What follows belongs to an exercise in optimizing a design on an open flow for small area and a short achievable clock period; a production flow would make more cautious choices. In this exercise RTL edits were held to simulation tests only and were not proved equivalent to the original. Power figures rest on the tool's default switching activity, not on a simulated workload.

==> flow/design.v (excerpt) <==
module mole_lane_rx (
    input  wire        clk,
    input  wire        rst,
    input  wire        in_valid,
    input  wire [1:0]  in_hdr,
    input  wire [63:0] in_data,
    output reg         out_valid,
    output reg  [1:0]  out_hdr,
    output reg  [63:0] out_data,
    output reg         sig_valid,
    output wire [7:0]  sig_code,
    output wire [39:0] sig_arg,
    output reg         frm_valid,
    output reg         frm_good,
    output reg  [1:0]  frm_class,
    output reg  [15:0] frm_seq,
    output reg  [6:0]  frm_dest,
    output reg  [6:0]  frm_words,
    output reg         aln_valid,
    output reg  [3:0]  aln_lane,
    output reg  [1:0]  aln_port,
    output reg  [15:0] aln_seq,
    output reg  [4:0]  aln_bip_errs,
    output reg  [15:0] cnt_block_err,
    output reg  [15:0] cnt_signal_bad,
    output reg  [15:0] cnt_crc_err,
    output reg  [15:0] cnt_bip_err,
    output reg         frozen,
    output reg         lane_drop
);
==> flow/config.mk <==
export PLATFORM = sky130hd
export DESIGN_NAME = mole_lane_rx
export DESIGN_NICKNAME = mole_lane_rx
export VERILOG_FILES = /design/flow/design.v
export SDC_FILE = /design/flow/constraint.sdc
export NUM_CORES = 4
export LEC_CHECK = 0
export CAP_MARGIN = 20
export CORE_MARGIN = 2
export CORE_UTILIZATION = 40
export SLEW_MARGIN = 20
==> flow/constraint.sdc <==
create_clock -name core_clock -period 9.0 [get_ports {clk}]
set_input_delay 1.8000 -clock core_clock [delete_from_list [all_inputs] [get_ports {clk}]]
set_output_delay 1.8000 -clock core_clock [all_outputs]
set_load 0.01 [all_outputs]
standard.sh (not shown) runs the stock make flow with config.mk's settings and CLKGATE_MAP_FILE= SYNTH_SCRIPT=/design/flow/synth_recipe.tcl, a recipe that flattens the netlist after the stock synthesis.
==> flow/flow/run.sh <==
#!/bin/bash
# The standard layout (standard.sh, the standard flow's own ORFS flow and synthesis),
# with two changes: the port buffers are buf_2 cells, and timing repair aims
# for 5.8 ns of setup slack. The ORFS tools write their full logs under
# orfs/logs/; make's own output goes to flow_make.log in this folder.
set -euo pipefail
bash standard.sh "BUFFER_PORTS_ARGS=-buffer_cell sky130_fd_sc_hd__buf_2" SETUP_SLACK_MARGIN=5.8 finish > flow_make.log 2>&1
==> next run, changes <==
==> flow/flow/run.sh (replaced) <==
#!/bin/bash
# Standard layout, with fast port buffers and a tighter setup target for
# timing repair. Each tool's output goes to the ORFS logs under orfs/logs;
# make's own output goes to flow_make.log.
set -euo pipefail
bash standard.sh "BUFFER_PORTS_ARGS=-buffer_cell sky130_fd_sc_hd__buf_2" SETUP_SLACK_MARGIN=5.8 finish > flow_make.log 2>&1
--- a/flow/config.mk
+++ b/flow/config.mk
@@ -10,0 +11,2 @@
+export CTS_CLUSTER_DIAMETER = 120
+export CTS_CLUSTER_SIZE = 24
The changed run completed with no timing, DRC or antenna violations.
Die area stays the same.
Setup slack loses 0.0085 ns.
Critical path depth grows by 7.
Global-route usage shrinks by 0.37 points.
Core utilization shrinks by 1.8 points.
Routed wire length shrinks by 0.88%.
Power shrinks by 6.0%.
Non-clock buffer count shrinks by 7.
Synthesized area stays the same.
==> next run, changes <==
--- a/flow/flow/run.sh
+++ b/flow/flow/run.sh
@@ -6 +6 @@
-bash standard.sh "BUFFER_PORTS_ARGS=-buffer_cell sky130_fd_sc_hd__buf_2" SETUP_SLACK_MARGIN=5.8 finish > flow_make.log 2>&1
+bash standard.sh "BUFFER_PORTS_ARGS=-buffer_cell sky130_fd_sc_hd__buf_2" SETUP_SLACK_MARGIN=6.2 finish > flow_make.log 2>&1
--- a/flow/config.mk
+++ b/flow/config.mk
@@ -11,2 +10,0 @@
-export CTS_CLUSTER_DIAMETER = 120
-export CTS_CLUSTER_SIZE = 24
Outcome: The changed run finished clean; clock power grows by 74%; setup slack improved by 0.073 ns; total power grows by 14%.
==> next run, changes <==
--- a/flow/flow/run.sh
+++ b/flow/flow/run.sh
@@ -6 +6 @@
-bash standard.sh "BUFFER_PORTS_ARGS=-buffer_cell sky130_fd_sc_hd__buf_2" SETUP_SLACK_MARGIN=6.2 finish > flow_make.log 2>&1
+bash standard.sh "BUFFER_PORTS_ARGS=-buffer_cell sky130_fd_sc_hd__buf_2" SETUP_SLACK_MARGIN=5.8 finish > flow_make.log 2>&1
--- a/flow/config.mk
+++ b/flow/config.mk
@@ -10 +10,3 @@
-export CORE_UTILIZATION = 40
+export CORE_UTILIZATION = 60
+export CTS_CLUSTER_DIAMETER = 140
+export CTS_CLUSTER_SIZE = 27
Result: The changed run finished with timing, DRC and antenna clean; final cell count goes down by about a fifth; global-route usage goes up by 5.4 points; sequential power goes up by a few percent.

[static timing again, ports no longer ideal]
How much do the figures lean on ideal ports? The routed layouts below were timed once more, with nothing changed but the port constraints.
Step 1 (the two cells are an assumption about what drives the block):
set clk [get_ports {clk}]
set_driving_cell -lib_cell sky130_fd_sc_hd__clkbuf_16 $clk
set_driving_cell -lib_cell sky130_fd_sc_hd__buf_2 [delete_from_list [all_inputs] $clk]
Step 2, shift: input delay + t, output delay - t, t = (earliest + latest rising clock arrival at the registers) / 2. This alone moves slack from input paths to output paths.
Slacks: no drivers / after step 1 / after step 2; pairs: no drivers / after step 1.
run	t, ns	slack for setup (ns)	clock arrival spread, ns	worst register clock-pin slew, ns	worst data-port slew with drivers (ns)
the first run	0.656	5.811 / 5.750 / 5.220	0.019 / 0.020	0.07 / 0.07	0.07
the second run	0.625	5.803 / 5.764 / 5.327	0.027 / 0.026	0.11 / 0.11	0.07
the third run	0.670	5.876 / 5.809 / 5.446	0.024 / 0.024	0.07 / 0.07	0.12
the fourth run	0.601	5.817 / 5.758 / 5.250	0.027 / 0.027	0.11 / 0.11	0.04
After both steps every run listed still meets setup and hold. The setup slack of the first run, which loses most, moves by -0.061 ns with the drivers and by -0.591 ns with both steps.
